What follows belongs to an exercise in optimizing a design on an open flow for small area and a short achievable clock period; a production flow would make more cautious choices.
Function was checked by simulation only, so behaviour that the tests miss may differ from the original.
Power figures rest on the tool's default switching activity, not on a simulated workload.

## flow/design.v (module list and top-level ports; edited modules follow where they fit)
// module dsp_acc: 4050 lines
module dsp_acc (
    input  wire        clk,
    input  wire        rst_n,
    input  wire        in_valid,
    input  wire [3:0]  in_op,
    input  wire [1:0]  in_opc,
    input  wire        in_conj,
    input  wire        in_uf,
    input  wire        in_us,
    input  wire        in_pair,
    input  wire [1:0]  in_an,
    input  wire        in_w,
    input  wire [5:0]  in_s,
    input  wire        in_sat,
    input  wire [31:0] in_a,
    input  wire [31:0] in_b,
    output reg         out_valid,
    output reg  [31:0] out_data,
    output reg         out_n,
    output reg         out_z,
    output reg         out_v,
    output reg         out_sticky
);
  // ...
==> flow/flow/run.sh <==
#!/bin/bash
set -euo pipefail
R=orfs/results/sky130hd/dsp_acc/base
bash standard.sh synth > synth_flow.log 2>&1
cp $R/1_2_yosys.v $R/1_2_yosys_standard.v
python3 flow/fa_polarity.py $R/1_2_yosys_standard.v $R/1_2_yosys.v > fa_polarity.log 2>&1
rm -f $R/1_synth.odb $R/1_synth.sdc
bash standard.sh SETUP_SLACK_MARGIN=10 finish > standard_flow.log 2>&1
==> flow/flow/fa_polarity.py <==
#!/usr/bin/env python3
"""Re-polarise full adders in a Yosys netlist of sky130 cells.

A full adder is self-dual: FA(~a, ~b, ~c) = (~sum, ~cout).  Synthesis
leaves many inverters between full adders; this script removes the
inverters, chooses for every fa cell whether it works on the true or the
complemented values of its signals so that as few signals as possible
need an inverted copy, and inserts one inverter per signal that still
needs one.  The logic function of every other cell and register is kept.

usage: fa_polarity.py in.v out.v
"""
import re
import sys
import collections

OUT_PINS = {"X", "Y", "Q", "Q_N", "SUM", "COUT", "HI", "LO"}
INV_RE = re.compile(r"sky130_fd_sc_hd__(clk)?inv_\d+$")
FA_RE = re.compile(r"sky130_fd_sc_hd__fa_\d+$")
FA_IN = ("A", "B", "CIN")
SWAP = {}
for d in ("1", "2", "4"):
    SWAP["sky130_fd_sc_hd__xor2_" + d] = "sky130_fd_sc_hd__xnor2_" + d
    SWAP["sky130_fd_sc_hd__xnor2_" + d] = "sky130_fd_sc_hd__xor2_" + d

def main(inp, outp):
    text = open(inp).read()
    text = re.sub(r"^\s*\(\*.*?\*\)\s*\n", "", text, flags=re.M)
    inst_re = re.compile(r"^  (sky130_fd_sc_hd__\w+) (\S+)\s+\(\n(.*?)\n  \);\n", re.S | re.M)
    pin_re = re.compile(r"\.(\w+)\((\\\S+ |[^()\s]+)\)")
    insts = []
    first = None
    last = None
    for m in inst_re.finditer(text):
        if first is None:
            first = m.start()
        last = m.end()
        pins = collections.OrderedDict(pin_re.findall(m.group(3)))
        insts.append([m.group(1), m.group(2), pins])
    head = text[:first]
    tail = text[last:]
    body_between = inst_re.sub("", text[first:last])
    if body_between.strip():
        sys.exit("unexpected text between cells: %r" % body_between.strip()[:200])
    if tail.strip() != "endmodule":
        sys.exit("unexpected tail: %r" % tail.strip()[:200])

    outputs = set()
    for m in re.finditer(r"^\s*output\s+(\[(\d+):(\d+)\]\s+)?(\S+);", head, re.M):
        if m.group(1):
            hi, lo = int(m.group(2)), int(m.group(3))
            for i in range(min(hi, lo), max(hi, lo) + 1):
                outputs.add("%s[%d]" % (m.group(4), i))
        else:
            outputs.add(m.group(4))

    def norm(n):
        return n.strip()

    driver = {}
    for idx, (typ, name, pins) in enumerate(insts):
        for p, n in pins.items():
            if p in OUT_PINS:
                driver[norm(n)] = (idx, p)

    collapsible = set()
    for idx, (typ, name, pins) in enumerate(insts):
        if INV_RE.match(typ) and norm(pins["Y"]) not in outputs:
            collapsible.add(idx)

    rawname = {}
    for typ, name, pins in insts:
        for p, n in pins.items():
            rawname.setdefault(norm(n), n)

    def base(n):
        par = 0
        n = norm(n)
        seen = 0
        while n in driver and driver[n][0] in collapsible:
            n = norm(insts[driver[n][0]][2]["A"])
            par ^= 1
            seen += 1
            if seen > 1000:
                sys.exit("inverter loop")
        return n, par

    fa_idx = [i for i, c in enumerate(insts) if FA_RE.match(c[0])]
    is_fa = set(fa_idx)
    x = collections.defaultdict(int)          # flip per fa cell

    loads = collections.defaultdict(list)     # base -> [(cell, pin, par)]
    for idx, (typ, name, pins) in enumerate(insts):
        if idx in collapsible:
            continue
        for p, n in pins.items():
            if p in OUT_PINS:
                continue
            nn = norm(n)
            if re.match(r"^\d+'[bh][01]$", nn):
                continue
            b, par = base(nn)
            loads[b].append((idx, p, par))
    # output ports driven through collapsible inverters are not allowed (kept above)

    def phys(b):
        d = driver.get(b)
        if d and (d[0] in is_fa or d[0] in is_sw):
            return x[d[0]]
        return 0

    def need(idx, p, par):
        if idx in is_fa and p in FA_IN:
            return par ^ x[idx]
        return par

    def netcost(b):
        ph = phys(b)
        for (idx, p, par) in loads[b]:
            if need(idx, p, par) != ph:
                return 1
        return 0

    # nets touched by each fa
    touch = {}
    for f in fa_idx:
        pins = insts[f][2]
        s = set()
        for p in FA_IN:
            nn = norm(pins[p])
            if not re.match(r"^\d+'[bh][01]$", nn):
                s.add(base(nn)[0])
        for p in ("SUM", "COUT"):
            if p in pins:
                s.add(norm(pins[p]))
        touch[f] = s

    sw_idx = [i for i, c in enumerate(insts) if c[0] in SWAP]
    is_sw = set(sw_idx)
    for f in sw_idx:
        pins = insts[f][2]
        op = "X" if "X" in pins else "Y"
        touch[f] = set([norm(pins[op])])
    allnets = set(loads.keys())
    before = sum(netcost(b) for b in allnets)
    # simulated annealing over the flip variables, then greedy descent
    import random, math
    rng = random.Random(1)
    var = fa_idx + sw_idx
    cur = before
    best = cur
    bestx = dict((f, x[f]) for f in var)
    steps = 2000 * len(var)
    for it in range(steps):
        temp = 0.6 * (1.0 - it / float(steps)) + 0.02
        f = var[rng.randrange(len(var))]
        nets = touch[f]
        c0 = sum(netcost(b) for b in nets)
        x[f] ^= 1
        c1 = sum(netcost(b) for b in nets)
        d = c1 - c0
        if d <= 0 or rng.random() < math.exp(-d / temp):
            cur += d
            if cur < best:
                best = cur
                bestx = dict((g, x[g]) for g in var)
        else:
            x[f] ^= 1
    for f in var:
        x[f] = bestx[f]
    improved = True
    passes = 0
    while improved and passes < 50:
        improved = False
        passes += 1
        for f in var:
            nets = touch[f]
            c0 = sum(netcost(b) for b in nets)
            x[f] ^= 1
            c1 = sum(netcost(b) for b in nets)
            if c1 < c0:
                improved = True
            else:
                x[f] ^= 1
    after = sum(netcost(b) for b in allnets)
    nflip = sum(1 for f in fa_idx + sw_idx if x[f])
    sys.stderr.write("fa_polarity: %d fa cells, %d flipped, inverters %d -> %d (collapsible %d)\n"
                     % (len(fa_idx), nflip, len(collapsible), after, len(collapsible)))

    # rewrite
    invnet = {}
    newwires = []
    newcells = []
    k = 0
    for b in sorted(allnets):
        if netcost(b):
            k += 1
            wn = "fapol_n%d" % k
            invnet[b] = wn
            newwires.append("  wire %s;\n" % wn)
            newcells.append("  sky130_fd_sc_hd__inv_1 fapol_i%d (\n    .A(%s),\n    .Y(%s)\n  );\n"
                            % (k, rawname.get(b, b), wn))
    out = []
    for idx, (typ, name, pins) in enumerate(insts):
        if idx in collapsible:
            continue
        lines = []
        for p, n in pins.items():
            nn = norm(n)
            if p not in OUT_PINS and not re.match(r"^\d+'[bh][01]$", nn):
                b, par = base(nn)
                if need(idx, p, par) == phys(b):
                    n = rawname.get(b, b)
                else:
                    n = invnet[b]
            lines.append("    .%s(%s)" % (p, n))
        if idx in is_sw and x[idx]:
            newtyp = SWAP[typ]
            oldp, newp = ("X", "Y") if "xor2" in typ and "xnor2" not in typ else ("Y", "X")
            lines = [l.replace("    .%s(" % oldp, "    .%s(" % newp) for l in lines]
            typ = newtyp
        out.append("  %s %s (\n%s\n  );\n" % (typ, name, ",\n".join(lines)))
    # head ends just before the first cell; insert new wires at its end
    text2 = head + "".join(newwires) + "".join(out) + "".join(newcells) + tail
    open(outp, "w").write(text2)

if __name__ == "__main__":
    main(sys.argv[1], sys.argv[2])
==> flow/standard.sh <==
#!/bin/bash
# synth_recipe.tcl (not shown) runs the flow's synth.tcl, then flattens the netlist and writes it again
# the make line also repeats each setting of config.mk as NAME=value (left out here)
make -C /OpenROAD-flow-scripts/flow DESIGN_CONFIG=/design/flow/config.mk WORK_HOME=/design/flow/orfs CLKGATE_MAP_FILE= SYNTH_SCRIPT=/design/flow/synth_recipe.tcl "${@:-finish}"
==> flow/config.mk <==
export PLATFORM = sky130hd
export DESIGN_NAME = dsp_acc
export DESIGN_NICKNAME = dsp_acc
export VERILOG_FILES = /design/flow/design.v
export SDC_FILE = /design/flow/constraint.sdc
export NUM_CORES = 4
export LEC_CHECK = 0
export CAP_MARGIN = 20
export CORE_MARGIN = 2
export CORE_UTILIZATION = 55
export SLEW_MARGIN = 20
==> flow/constraint.sdc <==
create_clock -name core_clock -period 14.0 [get_ports {clk}]
set_input_delay 2.8000 -clock core_clock [delete_from_list [all_inputs] [get_ports {clk}]]
set_output_delay 2.8000 -clock core_clock [all_outputs]
set_load 0.01 [all_outputs]
==> results.py, run 1 <==
metrics = {
    "outcome": {
        "status": "no timing/DRC/antenna violations",
    },
    "setup_path": {
        "cp-end-kind": "register",
        "critPathBufInv": 1,
        "crit_type": "register to register",
        "crit_chain": "buf_12 > a221o_2 > fa_1 > ha_2 > o21ai_0 > o21bai_1 > a211o_1 > a31o_1 > o211a_4 > or3_4 > a2111oi_4 > a221oi_2 > o32ai_2 > and2_1",
        "cp.required_ps": 14630,
        "rr_startpoint": "e_lo[1]$_DFF_P_",
        "startpoint": "e_lo[1]$_DFF_P_",
        "worst-path-stages": 14,
    },
    "die": {
        "die_w_um": 336,
    },
    "timing": {
        "fin_tns_setup_ps": 0,
        "slew_headroom_pct": 23.2,
    },
    "global_route": {
        "grt.met3_usage_pct": 16.9,
        "grt_pass1_wl_um": 383000,
        "grt_busiest_layer": "met2",
        "grt_max_degree": 89,
    },
    "clocking": {
        "cts_setup_buffers": 205,
        "htreeDepth": 3,
        "cts_root_buffer": "clkbuf_16",
        "clock_latency_ps": 700,
        "cts_made_buffers": 74,
    },
    "yosys": {
        "avgSynthCellArea_um2": 9.03,
    },
    "pwr": {
        "vdd_drop_max_uv": 623,
        "seq_power_mw": 2.56,
        "p_int_mw": 8.83,
        "powerComb_mw": 11.9,
    },
    "route": {
        "wl_met3_um": 37700,
    },
    "layout": {
        "area_growth_pct": 21.2,
        "dominant_cells": "multi-input gates",
        "num_antenna_cells": 7,
        "drive_above_1_share_pct": 21.8,
        "final_common_cell": "dfxtp_1",
        "n_all_buffers": 614,
    },
    "min_path": {
        "holdCritPathClass": "register to register",
    },
}
==> run 2, diff against run 1 <==
--- a/flow/design.v
+++ b/flow/design.v
@@ -3897,67 +3897,99 @@
         r1_pair   <= q_pair;
         r1_se     <= {~(1'b0 | 1'b0), tE_614, tE_612, tE_610, tE_608, tE_606, tE_604, tE_602, tE_600, tE_598, tE_596, tE_594, tE_592, tE_590, tE_588, tE_586, tE_584, tE_582, tE_580, tE_578, tE_576, tE_574, tE_572, tE_570, tE_568, tE_566, tE_564, tE_562, tE_560, tE_558, tE_556, tE_554, tE_552, tE_550, tE_548, tE_547};
         r1_ce     <= {tE_546, tE_613, tE_611, tE_609, tE_607, tE_605, tE_603, tE_601, tE_599, tE_597, tE_595, tE_593, tE_591, tE_589, tE_587, tE_585, tE_583, tE_581, tE_579, tE_577, tE_575, tE_573, tE_571, tE_569, tE_567, tE_565, tE_563, tE_561, tE_559, tE_557, tE_555, tE_553, tE_551, tE_549, mii_r0_0};
         r1_so     <= {~(1'b0 | 1'b0), tO_614, tO_612, tO_610, tO_608, tO_606, tO_604, tO_602, tO_600, tO_598, tO_596, tO_594, tO_592, tO_590, tO_588, tO_586, tO_584, tO_582, tO_580, tO_578, tO_576, tO_574, tO_572, tO_570, tO_568, tO_566, tO_564, tO_562, tO_560, tO_558, tO_556, tO_554, tO_552, tO_550, tO_548, tO_547};
         r1_co     <= {tO_546, tO_613, tO_611, tO_609, tO_607, tO_605, tO_603, tO_601, tO_599, tO_597, tO_595, tO_593, tO_591, tO_589, tO_587, tO_585, tO_583, tO_581, tO_579, tO_577, tO_575, tO_573, tO_571, tO_569, tO_567, tO_565, tO_563, tO_561, tO_559, tO_557, tO_555, tO_553, tO_551, tO_549, mry_r0_0};
     end
     reg [47:0] acc0, acc1, acc2, acc3;
     reg [3:0]  pend, dir;
-    function [48:0] lanesum;    
+    function [51:0] lanesum;
         input [47:0] x;
         input [35:0] s;
         input [34:0] c;
-        reg [48:0] xs, ss, cs, ps, pc;
+        reg [48:0] xs, ss, cs, pa, pb;
+        reg [47:0] lo;
         begin
             xs = {x[47], x};
             ss = {{13{s[35]}}, s};
             cs = {14'd0, c};
-            ps = xs ^ ss ^ cs;
-            pc = (xs & ss) | (xs & cs) | (ss & cs);
-            lanesum = ps + {pc[47:0], 1'b0};
+            pa = xs ^ ss ^ cs;
+            pb = {(xs[47:0] & ss[47:0]) | (xs[47:0] & cs[47:0]) | (ss[47:0] & cs[47:0]), 1'b0};
+            lo = {1'b0, pa[46:0]} + {1'b0, pb[46:0]};
+            lanesum = {pa[48] ^ pb[48] ^ (pa[47] | pb[47]), pa[48] ^ pb[48] ^ (pa[47] & pb[47]),
+                       ~(pa[47] ^ pb[47]), pa[47] ^ pb[47], lo[47], lo[46:0]};
         end
     endfunction
     reg [3:0]  e_lo, e_hi;
     reg [1:0]  k_lo, k_hi, k_top;
     wire [47:0] x0 = {(e_hi[0] & acc0[47]) | (e_hi[2] & acc2[47]) | k_top[0] | (r1_ldah & r1_ah[15]),
                       ({15{e_hi[0]}} & acc0[46:32]) | ({15{e_hi[2]}} & acc2[46:32]) | {15{k_hi[0]}} |
                       ({15{r1_ldah}} & r1_ah[14:0]),
                       ({32{e_lo[0]}} & acc0[31:0]) | ({32{e_lo[2]}} & acc2[31:0]) | {32{k_lo[0]}}};
     wire [47:0] x1 = {(e_hi[1] & acc1[47]) | (e_hi[3] & acc3[47]) | k_top[1] | (r1_ldah & r1_ah[15]),
                       ({15{e_hi[1]}} & acc1[46:32]) | ({15{e_hi[3]}} & acc3[46:32]) | {15{k_hi[1]}} |
                       ({15{r1_ldah}} & r1_ah[14:0]),
                       ({32{e_lo[1]}} & acc1[31:0]) | ({32{e_lo[3]}} & acc3[31:0]) | {32{k_lo[1]}}};
-    wire [48:0] v0 = lanesum(x0, r1_se, r1_ce);
-    wire [48:0] v1 = lanesum(x1, r1_so, r1_co);
+    wire [51:0] l0 = lanesum(x0, r1_se, r1_ce);
+    wire [51:0] l1 = lanesum(x1, r1_so, r1_co);
+    wire c0 = l0[47];
+    wire c1 = l1[47];
+    wire [48:0] v0 = {c0 ? l0[51] : l0[50], c0 ? l0[49] : l0[48], l0[46:0]};
+    wire [48:0] v1 = {c1 ? l1[51] : l1[50], c1 ? l1[49] : l1[48], l1[46:0]};
     wire ovf0 = v0[48] ^ v0[47];
     wire ovf1 = v1[48] ^ v1[47];
-    wire [3:0] ovfs = {ovf1, ovf0, ovf1, ovf0};
-    wire [3:0] sgns = {v1[48], v0[48], v1[48], v0[48]};
-    wire [3:0] pend_d = {4{rst_n}} & ((r1_we & ovfs & {4{r1_sat}}) | (~r1_we & pend));
-    wire [3:0] dir_d  = {4{rst_n}} & ((r1_we & sgns) | (~r1_we & dir));
+    function [10:0] nextst;
+        input v48, v47;
+        input wa, wb, pa, pb, da, db;
+        input sat, rn;
+        input sa_lo, sb_lo, sa_hi, sb_hi;
+        reg ov, npa, npb, nda, ndb;
+        begin
+            ov  = (v48 ^ v47) & sat;
+            npa = rn & (wa ? ov : pa);
+            npb = rn & (wb ? ov : pb);
+            nda = rn & (wa ? v48 : da);
+            ndb = rn & (wb ? v48 : db);
+            nextst = {(sa_hi & npa & nda) | (sb_hi & npb & ndb),
+                      (sa_hi & npa & ~nda) | (sb_hi & npb & ~ndb),
+                      (sa_lo & npa & ~nda) | (sb_lo & npb & ~ndb),
+                      sb_hi & ~npb, sa_hi & ~npa, sb_lo & ~npb, sa_lo & ~npa,
+                      ndb, nda, npb, npa};
+        end
+    endfunction
+    wire [10:0] ns0_0 = nextst(l0[50], l0[48], r1_we[0], r1_we[2], pend[0], pend[2], dir[0], dir[2],
+                               r1_sat, rst_n, n_sa_lo, n_sb_lo, n_sa_hi, n_sb_hi);
+    wire [10:0] ns0_1 = nextst(l0[51], l0[49], r1_we[0], r1_we[2], pend[0], pend[2], dir[0], dir[2],
+                               r1_sat, rst_n, n_sa_lo, n_sb_lo, n_sa_hi, n_sb_hi);
+    wire [10:0] ns1_0 = nextst(l1[50], l1[48], r1_we[1], r1_we[3], pend[1], pend[3], dir[1], dir[3],
+                               r1_sat, rst_n, n_sa_lo, n_sb_lo, n_sa_hi, n_sb_hi);
+    wire [10:0] ns1_1 = nextst(l1[51], l1[49], r1_we[1], r1_we[3], pend[1], pend[3], dir[1], dir[3],
+                               r1_sat, rst_n, n_sa_lo, n_sb_lo, n_sa_hi, n_sb_hi);
+    wire [10:0] ns0 = c0 ? ns0_1 : ns0_0;
+    wire [10:0] ns1 = c1 ? ns1_1 : ns1_0;
     always @(posedge clk) begin
         if (!rst_n) begin
             acc0 <= 48'd0;
             acc1 <= 48'd0;
             acc2 <= 48'd0;
             acc3 <= 48'd0;
         end else begin
             if (r1_we[0]) acc0 <= v0[47:0];
             if (r1_we[1]) acc1 <= v1[47:0];
             if (r1_we[2]) acc2 <= v0[47:0];
             if (r1_we[3]) acc3 <= v1[47:0];
         end
-        pend  <= pend_d;
-        dir   <= dir_d;
-        e_lo  <= {n_sb_lo, n_sb_lo, n_sa_lo, n_sa_lo} & ~pend_d;
-        e_hi  <= {n_sb_hi, n_sb_hi, n_sa_hi, n_sa_hi} & ~pend_d;
-        k_lo  <= ({2{n_sa_lo}} & pend_d[1:0] & ~dir_d[1:0]) | ({2{n_sb_lo}} & pend_d[3:2] & ~dir_d[3:2]);
-        k_hi  <= ({2{n_sa_hi}} & pend_d[1:0] & ~dir_d[1:0]) | ({2{n_sb_hi}} & pend_d[3:2] & ~dir_d[3:2]);
-        k_top <= ({2{n_sa_hi}} & pend_d[1:0] &  dir_d[1:0]) | ({2{n_sb_hi}} & pend_d[3:2] &  dir_d[3:2]);
+        pend  <= {ns1[1], ns0[1], ns1[0], ns0[0]};
+        dir   <= {ns1[3], ns0[3], ns1[2], ns0[2]};
+        e_lo  <= {ns1[5], ns0[5], ns1[4], ns0[4]};
+        e_hi  <= {ns1[7], ns0[7], ns1[6], ns0[6]};
+        k_lo  <= {ns1[8], ns0[8]};
+        k_hi  <= {ns1[9], ns0[9]};
+        k_top <= {ns1[10], ns0[10]};
     end
     wire [47:0] fa = r1_sel1 ? x1 : x0;    
     wire [47:0] fb = x1;                   
     wire [48:0] ya_full = $signed({fa, 1'b0}) >>> r1_s;
     wire [48:0] yb_full = $signed({fb, 1'b0}) >>> r1_s;
     reg [46:0] m_lo, m_hiA, m_hiB;
     integer k;
     always @* begin
==> flow/flow/run.sh (replaced) <==
#!/bin/bash
set -euo pipefail
R=orfs/results/sky130hd/dsp_acc/base
bash standard.sh synth > synth_flow.log 2>&1
cp $R/1_2_yosys.v $R/1_2_yosys_standard.v
python3 flow/fa_polarity.py $R/1_2_yosys_standard.v $R/1_2_yosys.v > fa_polarity.log 2>&1
rm -f $R/1_synth.odb $R/1_synth.sdc
bash standard.sh SETUP_SLACK_MARGIN=10 "BUFFER_PORTS_ARGS=-buffer_cell sky130_fd_sc_hd__buf_2" finish > standard_flow.log 2>&1
==> results.py, run 2 <==
metrics = {
    "clocking": {
        "cts_tree": "built",
        "clock_latency_ps": 710,
        "cts_made_buffers": 74,
        "htreeDepth": 3,
        "cts_root_buffer": "clkbuf_16",
        "clock_path_buffers": 3,
        "clock_sinks": 636,
        "clk_pin_slew_ps": 60,
    },
    "placement": {
        "placed_area_mm2": 0.0617,
        "gp_congestion": 1.04,
        "dp_slack_ps": 8430,
        "io_buffers": 123,
        "dp.final_hpwl_um": 169000,
    },
    "setup_path": {
        "path_delay_family": "adder cells",
        "rr_startpoint": "q_a[11]$_DFF_P_",
        "slowest_delay_ps": 550,
        "crit_fanout": 5,
        "start_kind": "register",
        "r2r-end": "r1_ce[22]$_DFF_P_",
        "crit_chain": "clkbuf_16 > a22oi_1 > xnor2_1 > fa_1 > fa_1 > fa_1 > fa_1 > fa_2 > fa_2",
        "cp.required_ps": 14510,
        "cp_common_cell": "fa_1",
        "crit_slowest_cell": "fa_2",
        "crit_type": "register to register",
        "r2r_setup_slack_ps": 9770,
        "cp-end-kind": "register",
        "worst_ep_arrival_time_ps": 4750,
        "critPathBufInv": 1,
        "ff2ff_path_depth": 9,
    },
    "yosys": {
        "yosysWarnings": 1,
        "synth_area_mm2": 0.0605,
        "synth_nets": 7507,
        "avgSynthCellArea_um2": 9.13,
        "synthCells": 6630,
    },
    "layout": {
        "fin_nets": 7539,
        "drive_above_1_share_pct": 20.6,
        "area_growth_pct": 17.8,
        "final_common_cell": "xnor2_1",
        "final_cell_mix": "xnor2_1 (590), dfxtp_1 (553), fa_1 (513)",
        "final_area_mm2": 0.0713,
    },
    "route": {
        "detail-route-antenna-nets": 0,
        "vias_per_cell": 6.87,
        "drt_iter0_drc": 7933,
        "finalWirelength_um": 267000,
        "avgRoutedWirePerCell_um": 32.8,
        "first_pass_iters": 10,
        "detailroute.via_count": 55900,
        "drcViolationCount": 0,
    },
    "timing": {
        "rsz0062_at_grt": "true",
        "slew_headroom_pct": 13.3,
        "max_freq_mhz": 236,
        "period_share_pct": 30.2,
        "clock_skew_ps": 74.5,
        "drv_slew": 0,
        "finalSetupViolations": 0,
        "period_minus_slack_ps": 4230,
        "setup_ws_ps": 9770,
        "hold_viol": 0,
        "max_slew.worst_pin.slew_ps": 1300,
        "fin_tns_setup_ps": 0,
    },
    "die": {
        "rows": 121,
        "start_util_pct": 55.5,
        "pin_count": 124,
        "die_h_um": 336,
        "die_w_um": 336,
        "die_area_mm2": 0.113,
        "core_mm2": 0.109,
    },
    "min_path": {
        "hold_depth": 0,
        "holdCritPathClass": "register to register",
        "worstHoldStart": "r1_rd$_DFF_P_",
        "hold-path-endpoint": "r2_rd$_DFF_P_",
    },
    "global_route": {
        "grt_pass1_vias": 54700,
        "grt_pass1_wl_um": 376000,
        "grt_max_degree": 71,
        "antenna_found_initial": 9,
        "grt-ovfl-total": 0,
        "grt_util_all_layers_pct": 45.7,
    },
    "pwr": {
        "power.leakage_nw": 27.0,
        "power_mw": 15.7,
        "power.density_mw_per_mm2": 220,
        "vdd_drop_max_uv": 272,
    },
    "run": {
        "maxCapViolCount": 0,
    },
    "outcome": {
        "status": "no timing/DRC/antenna violations",
    },
}
[run 2: per-layer routing]
metal	up-vias	global-route usage [%]	part of all wire (%)
met1	27100	55.5	36
met2	4265	67.1	42
li1	23300	-	-
met3	1251	16.1	13
met4	14	32.8	9.2
met5	-	0.596	0.10
[run 2: worst max path at each step]
stage / slack [ps] / start / end / cells past startpoint
finish: 9770 / q_a[11]$_DFF_P_ / r1_ce[22]$_DFF_P_ / 9
detailed placement: 8430 / rst_n / acc1[25]$_SDFFE_PN0P_ / 8
floorplan: 9990 / in_op[0] / q_ii_one[8]$_DFF_P_ / 6
CTS: 9890 / q_a[10]$_DFF_P_ / r1_co[14]$_DFF_P_ / 10
global route: 9730 / e_lo[0]$_DFF_P_ / acc2[44]$_SDFFE_PN0P_ / 16
global placement: 8430 / rst_n / acc3[25]$_SDFFE_PN0P_ / 8
[run 2: timing repair]
item	CTS	global route
endpoints found under the setup margin	302	168
gates cloned	28	13
hold buffers	0	0
setup buffers	166	93
pin swaps	157	192
gates resized for setup	582	283
[run 2: final cells by class]
type	instances	area, µm²
multi-input cells	5187	47300
fillers	8851	37700
flip-flops and latches	636	13000
repair buffers	578	5900
clock buffers	98	2070
well taps	1414	1770
inverters	185	771
clock inverters	36	594
diodes	6	15.0
[run 2: report_power, final]
| part | total (mW) | internal [mW] | switching, mW | leakage, nW |
|---|---|---|---|---|
| Sequential | 2.55 | 2.26 | 0.294 | 5.29 |
| Combinational | 11.1 | 4.92 | 6.14 | 20.4 |
| Clock | 2.12 | 1.26 | 0.853 | 1.29 |
| Total | 15.7 | 8.44 | 7.29 | 27.0 |
[run 2: stage by stage]
stage | cells | util, % | hold WS [ps]
global route | 8135 | 65.4 | 329
floorplan | 6630 | - | 310
CTS | 8027 | 63.3 | 298
detailed placement | 7699 | 56.6 | 312
finish | 8140 | 65.5 | 317
global placement | 7698 | 56.6 | 310

re-timing with driven ports:
How much do the figures lean on ideal ports? The routed layouts below were timed once more, with nothing changed but the port constraints. Step 1, drivers: a clkbuf_16 drives clk and a buf_2 each remaining input, both assumed. Step 2, shift: input delay + t, output delay - t, t = (earliest + latest rising clock arrival at the registers) / 2. This alone moves slack from input paths to output paths. Slacks: ideal / step 1 / step 2; pairs: ideal / step 1.
run	t, ns	slack for setup (ns)	hold WS [ns]	worst setup path after step 2	clock arrival spread, ns
run 1	0.746	9.398 / 9.398 / 8.888	0.324 / 0.324 / 0.324	input to register	0.073 / 0.073
run 2	0.756	9.766 / 9.766 / 9.424	0.317 / 0.317 / 0.317	input to register	0.074 / 0.075
After both steps setup and hold are still met in every run listed. The setup slack of run 1, which loses most, moves by 0.000 ns with the drivers and by -0.510 ns with both steps.
